Source: an optimization exercise on an open RTL-to-GDS flow (aim: small area, a short achievable clock period and few clock cycles per item). Production flows keep margins and buffers that such runs may drop. At most, simulation tests tie the RTL to the original design; equivalence was not proved.

## cmac_tag
module cmac_tag (
    input  wire         clk,
    input  wire         rst,           
    input  wire         in_valid,
    output wire         in_ready,
    input  wire         in_first,      
    input  wire         in_last,       
    input  wire [4:0]   in_nbytes,     
    input  wire [127:0] in_data,
    input  wire [127:0] key,
    output reg          tag_valid,
    output reg  [63:0]  tag
);
Size in the first run: roughly 330 I/O pins, about 54,000 µm² of cells after synthesis.
==> flow/config.mk <==
export PLATFORM = sky130hd
export DESIGN_NAME = cmac_tag
export DESIGN_NICKNAME = cmac_tag
export VERILOG_FILES = /design/flow/design.v
export SDC_FILE = /design/flow/constraint.sdc
export NUM_CORES = 8
export LEC_CHECK = 0
export CAP_MARGIN = 20
export CORE_MARGIN = 2
export CORE_UTILIZATION = 50
export CTS_CLUSTER_DIAMETER = 70
export CTS_CLUSTER_SIZE = 24
export GPL_ROUTABILITY_DRIVEN = 0
export PLACE_DENSITY = 0.6
export SETUP_SLACK_MARGIN = 3.5
export SLEW_MARGIN = 20
==> flow/constraint.sdc <==
create_clock -name core_clock -period 10.0 [get_ports {clk}]
set_input_delay 2.0000 -clock core_clock [delete_from_list [all_inputs] [get_ports {clk}]]
set_output_delay 2.0000 -clock core_clock [all_outputs]
set_load 0.01 [all_outputs]
standard.sh (not shown) runs the stock make flow with config.mk's settings and CLKGATE_MAP_FILE= SYNTH_SCRIPT=/design/flow/synth_recipe.tcl, a recipe that flattens the netlist after the stock synthesis.
==> flow/flow/run.sh <==
#!/bin/bash
# Layout flow: the standard flow (standard.sh), with synthesis run by
# flow/synth_custom.tcl, which maps logic with an area-recovering ABC script,
# and the port buffers made of buf_1 cells.
set -euo pipefail
cd "$(dirname "$0")/.."
W=$PWD
bash standard.sh SYNTH_SCRIPT=$W/flow/synth_custom.tcl \
  "BUFFER_PORTS_ARGS=-buffer_cell sky130_fd_sc_hd__buf_1" \
  finish > $W/flow_orfs.log 2>&1
==> flow/flow/abc_custom.script <==
strash
&get -n
&st
&dch
&nf -R 20 -p
&put
topo
stime -c
buffer -c
upsize -c
dnsize -c
==> flow/flow/synth_custom.tcl <==
# The standard flow's synthesis (synth_recipe.tcl) with one change: ABC maps with an
# area-recovering script instead of ORFS's abc_speed.script.
set ::custom_abc_script [file join [file dirname [file normalize [info script]]] abc_custom.script]
proc synth {args} { yosys synth -nofsm -noshare {*}$args }
proc abc {args} {
  set i [lsearch -exact $args -script]
  if { $i >= 0 } {
    set args [lreplace $args [expr {$i + 1}] [expr {$i + 1}] $::custom_abc_script]
  }
  yosys abc {*}$args
}
source $::env(SCRIPTS_DIR)/synth.tcl
# left out here: clear keep_hierarchy, flatten, clean up, hide names made inside functions, write 1_2_yosys.v
Testbench counts at the start, summed over its fixed seeds: cycles 16,804, messages 480.
Change:
--- a/flow/design.v
+++ b/flow/design.v
@@ -192,48 +192,43 @@
             cmac_sbox u_sbox (.a(s[8*g +: 8]), .y(sb[8*g +: 8]));
         end
     endgenerate
     wire [127:0] sr;                   
     generate
         for (g = 0; g < 16; g = g + 1) begin : g_shift
             localparam integer R   = g % 4;
             localparam integer COL = g / 4;
             localparam integer SRC = R + 4 * ((COL + R) % 4);
             assign sr[127 - 8*g -: 8] = sb[127 - 8*SRC -: 8];
         end
     endgenerate
-    wire [127:0] mk, lk;
+    wire [127:0] mc;
     generate
         for (g = 0; g < 4; g = g + 1) begin : g_mix
             wire [7:0] a0 = sr[127 - 32*g      -: 8];
             wire [7:0] a1 = sr[127 - 32*g - 8  -: 8];
             wire [7:0] a2 = sr[127 - 32*g - 16 -: 8];
             wire [7:0] a3 = sr[127 - 32*g - 24 -: 8];
-            wire [7:0] k0 = rk[127 - 32*g      -: 8];
-            wire [7:0] k1 = rk[127 - 32*g - 8  -: 8];
-            wire [7:0] k2 = rk[127 - 32*g - 16 -: 8];
-            wire [7:0] k3 = rk[127 - 32*g - 24 -: 8];
             wire [7:0] e0 = a0 ^ a1;
             wire [7:0] e1 = a1 ^ a2;
             wire [7:0] e2 = a2 ^ a3;
             wire [7:0] e3 = a3 ^ a0;
             wire [7:0] x0 = {e0[6:0], 1'b0} ^ (e0[7] ? 8'h1b : 8'h00);
             wire [7:0] x1 = {e1[6:0], 1'b0} ^ (e1[7] ? 8'h1b : 8'h00);
             wire [7:0] x2 = {e2[6:0], 1'b0} ^ (e2[7] ? 8'h1b : 8'h00);
             wire [7:0] x3 = {e3[6:0], 1'b0} ^ (e3[7] ? 8'h1b : 8'h00);
-            assign mk[127 - 32*g      -: 8] = (e1 ^ (a3 ^ k0)) ^ x0;
-            assign mk[127 - 32*g - 8  -: 8] = (e2 ^ (a0 ^ k1)) ^ x1;
-            assign mk[127 - 32*g - 16 -: 8] = (e3 ^ (a1 ^ k2)) ^ x2;
-            assign mk[127 - 32*g - 24 -: 8] = (e0 ^ (a2 ^ k3)) ^ x3;
-            assign lk[127 - 32*g -: 32] = {a0 ^ k0, a1 ^ k1, a2 ^ k2, a3 ^ k3};
+            assign mc[127 - 32*g      -: 8] = rlast ? a0 : (e1 ^ a3) ^ x0;
+            assign mc[127 - 32*g - 8  -: 8] = rlast ? a1 : (e2 ^ a0) ^ x1;
+            assign mc[127 - 32*g - 16 -: 8] = rlast ? a2 : (e3 ^ a1) ^ x2;
+            assign mc[127 - 32*g - 24 -: 8] = rlast ? a3 : (e0 ^ a2) ^ x3;
         end
     endgenerate
     wire [127:0] src = mid ? rk : kq;
     wire r1 = (rnd == 4'd1), r2 = (rnd == 4'd2), r3 = (rnd == 4'd3),
          r4 = (rnd == 4'd4), r5 = (rnd == 4'd5), r6 = (rnd == 4'd6),
          r7 = (rnd == 4'd7), r8 = (rnd == 4'd8), r9 = (rnd == 4'd9);
     wire [7:0] rcon = {mid & r7,
                        mid & r6,
                        mid & (r5 | r9),
                        mid & (r4 | r8 | r9),
                        mid & (r3 | r8),
                        mid & (r2 | r9),
@@ -243,60 +238,58 @@
     wire [31:0] rot = {w3[23:0], w3[31:24]};
     wire [31:0] subw;
     generate
         for (g = 0; g < 4; g = g + 1) begin : g_ksub
             cmac_sbox u_ksbox (.a(rot[8*g +: 8]), .y(subw[8*g +: 8]));
         end
     endgenerate
     wire [31:0]  p0   = src[127:96] ^ {rcon, 24'd0};
     wire [31:0]  p1   = src[95:64]  ^ p0;
     wire [31:0]  p2   = src[63:32]  ^ p1;
     wire [31:0]  p3   = src[31:0]   ^ p2;
     wire [127:0] rk_next   = {p0, p1, p2, p3} ^ {4{subw}};
+    wire [127:0] round_out = mc ^ rk;
     wire [127:0] k1 = {l[126:0], 1'b0} ^ (l[127] ? 128'h87 : 128'h0);
     wire [127:0] k2 = {k1[126:0], 1'b0} ^ (k1[127] ? 128'h87 : 128'h0);
     wire        full = in_nbytes[4];
     reg  [15:0] dec;                   
     reg  [15:0] lt;                    
     integer j;
     always @(*) begin
         for (j = 0; j < 16; j = j + 1) begin
             dec[j] = (in_nbytes[3:0] == j);
             lt[j]  = (in_nbytes[3:0] >  j);
         end
     end
     wire [15:0] keep = lt | {16{full}};    
     reg [127:0] padded;
     integer i;
     always @(*) begin
         for (i = 0; i < 16; i = i + 1)
             padded[127 - 8*i -: 8] = (!in_last || keep[i]) ? in_data[127 - 8*i -: 8] :
                                      {dec[i] && !full, 7'd0};
     end
     wire [127:0] m_blk   = padded ^ (!in_last ? 128'd0 : full ? k1 : k2);
     wire sel_r  = (st_lcmp || st_run) && !(rlast && (st_lcmp || blk_last));
-    wire sel_m  = sel_r && !rlast;     
-    wire sel_l  = sel_r && rlast;      
     wire y_key  = take || lstart || !(sel_r || st_wait);
     wire [127:0] y = (take ? m_blk : 128'd0) ^ (y_key ? kq : 128'd0);
     wire busy = st_lcmp || st_run;
     always @(posedge clk) begin
-        s <= (({128{sel_m}} & mk) | ({128{sel_l}} & lk)) ^
-             (({128{st_wait}} & s) ^ y);
-        tag <= lk[127:64];
+        s <= ({128{sel_r}} & round_out) ^ (({128{st_wait}} & s) ^ y);
+        tag <= round_out[127:64];
         rk <= rk_next;
         if (kq_load)
             kq <= key;
         if (st_lcmp && rlast)
-            l <= lk;
+            l <= round_out;
     end
     always @(posedge clk) begin
         if (rst) begin
             state     <= S_IDLE;
             tag_valid <= 1'b0;
             lv        <= 1'b0;
             kn        <= 1'b0;
             offer_q   <= 1'b0;
             hit_q     <= 1'b0;
             rnd       <= 4'd1;
             rlast     <= 1'b0;
             mid       <= 1'b0;
What happened: The new run passed the timing, design-rule and antenna checks. Count of clock-buffer cells in the layout does not change. Wire length fell by 4.0%. Via count fell by 1.2%. Fmax rose by 1.7%. Cell area rose by 2.0%.
Testbench counts after the change, summed over its fixed seeds: cycles 16,804, messages 480.

* * *

Another version of the RTL of cmac_tag (not shown whole).
For scale: roughly 5900 cells after synthesis, roughly 590 flip-flops, about 330 I/O pins, roughly 54000 sq um of cells after synthesis.
clock: 10.0 ns
lec_check: 0
cap_margin: 20
core_margin: 2
core_utilization: 50
cts_cluster_diameter: 70
cts_cluster_size: 24
gpl_routability_driven: 0
place_density: 0.6
setup_slack_margin: 4.3
slew_margin: 20
Scripts as last shown in full above: flow/flow/run.sh, flow/flow/abc_custom.script, flow/flow/synth_custom.tcl
==> next run, changes <==
--- a/flow/design.v
+++ b/flow/design.v
@@ -158,19 +158,18 @@
     localparam [2:0] S_IDLE = 3'd0,    
                      S_LCMP = 3'd1,    
                      S_LRDY = 3'd2,    
                      S_RUN  = 3'd3,    
                      S_WAIT = 3'd4;    
     reg [2:0]   state;
     reg [3:0]   rnd;                   
     reg         rlast;                 
     reg         mid;                   
-    reg         mid_k;                 
     reg [127:0] s;                     
     reg [127:0] rk;                    
     reg [127:0] kq;                    
     reg [127:0] l;                     
     reg         lv;                    
     reg         kn;                    
     reg         blk_last;              
     reg         offer_q;               
     reg         hit_q;                 
@@ -234,19 +233,19 @@
          r7 = (rnd == 4'd7), r8 = (rnd == 4'd8), r9 = (rnd == 4'd9);
     wire [7:0] rcon = {mid & r7,
                        mid & r6,
                        mid & (r5 | r9),
                        mid & (r4 | r8 | r9),
                        mid & (r3 | r8),
                        mid & (r2 | r9),
                        mid & (r1 | r8 | r9),
                        !mid | r8};
-    wire [31:0] w3  = mid_k ? rk[31:0] : kq[31:0];
+    wire [31:0] w3  = src[31:0];
     wire [31:0] rot = {w3[23:0], w3[31:24]};
     wire [31:0] subw;
     generate
         for (g = 0; g < 4; g = g + 1) begin : g_ksub
             cmac_sbox u_ksbox (.a(rot[8*g +: 8]), .y(subw[8*g +: 8]));
         end
     endgenerate
     wire [31:0]  p0   = src[127:96] ^ {rcon, 24'd0};
     wire [31:0]  p1   = src[95:64]  ^ p0;
@@ -295,38 +294,35 @@
             state     <= S_IDLE;
             tag_valid <= 1'b0;
             lv        <= 1'b0;
             kn        <= 1'b0;
             offer_q   <= 1'b0;
             hit_q     <= 1'b0;
             rnd       <= 4'd1;
             rlast     <= 1'b0;
             mid       <= 1'b0;
-            mid_k     <= 1'b0;
             blk_last  <= 1'b0;
         end else begin
             tag_valid <= 1'b0;
             offer_q   <= in_valid && !take;
             hit_q     <= lv && (key == kq) && !kq_load;
             if (kq_load) begin
                 kn <= 1'b1;
                 lv <= 1'b0;
             end
             if (take || lstart) begin
                 rnd   <= 4'd1;
                 rlast <= 1'b0;
                 mid   <= 1'b1;
-                mid_k <= 1'b1;
             end else begin
                 rnd   <= rnd + 4'd1;
                 rlast <= (rnd == 4'd9);
                 mid   <= mid && (rnd != 4'd9);
-                mid_k <= mid_k && (rnd != 4'd9);
             end
             if (take || lstart)
                 blk_last <= in_last;
             case (state)
                 S_IDLE: begin
                     if (take)
                         state <= S_RUN;
                     else if (lstart)
                         state <= S_LCMP;
The new run produced a clean layout.
Register-to-register slack loses 0.04 ns.
Fmax decreases by 0.70%.
Cell area is about the same.
Final cell count increases by 0.34%.
Critical path depth is unchanged.
Global-route usage increases by 0.86 points.
Utilization increases by 0.57 points.
Die area decreases by 0.48%.
Flip-flop and latch count decreases by 1.
Non-clock buffer count increases by 47.
Worst setup slack loses 0.040 ns.
Clock skew increases by 0.0075 ns.
Sequential share of layout area stays flat.
Testbench counts after the change, summed over its fixed seeds: cycles 16,804, messages 480.
For the first run of this note, only the layout was checked, not whether the RTL still works.

==> separate check: timing with driven ports <==
No port has a modelled driver above. Below, the same layouts with a new extraction and two added sets of constraints.
Step 1 assumes that a clkbuf_16 drives the clock port and a buf_2 every other input.
Step 2 moves the port delays by t, midway between the first and last clock arrival at a register: inputs arrive t later, outputs are due t later. That takes back most of the time a late clock gives input paths.
a / b / c = ideal ports / drivers / drivers and shift; a / b = the first two.
run	t, ns	slack for setup (ns)	worst setup path after step 2	clock arrival spread, ns
the first run of note 1	0.756	3.617 / 3.617 / 3.617	register to register	0.054 / 0.054
the second run of note 1	0.758	3.725 / 3.725 / 3.725	register to register	0.072 / 0.071
the first run of note 2	0.758	4.348 / 4.348 / 4.331	input to register	0.039 / 0.038
the second run of note 2	0.754	4.308 / 4.308 / 4.058	input to register	0.045 / 0.045
After both steps every run listed still meets setup and hold. The setup slack of the second run of note 2, which loses most, moves by 0.000 ns with the drivers and by -0.250 ns with both steps.
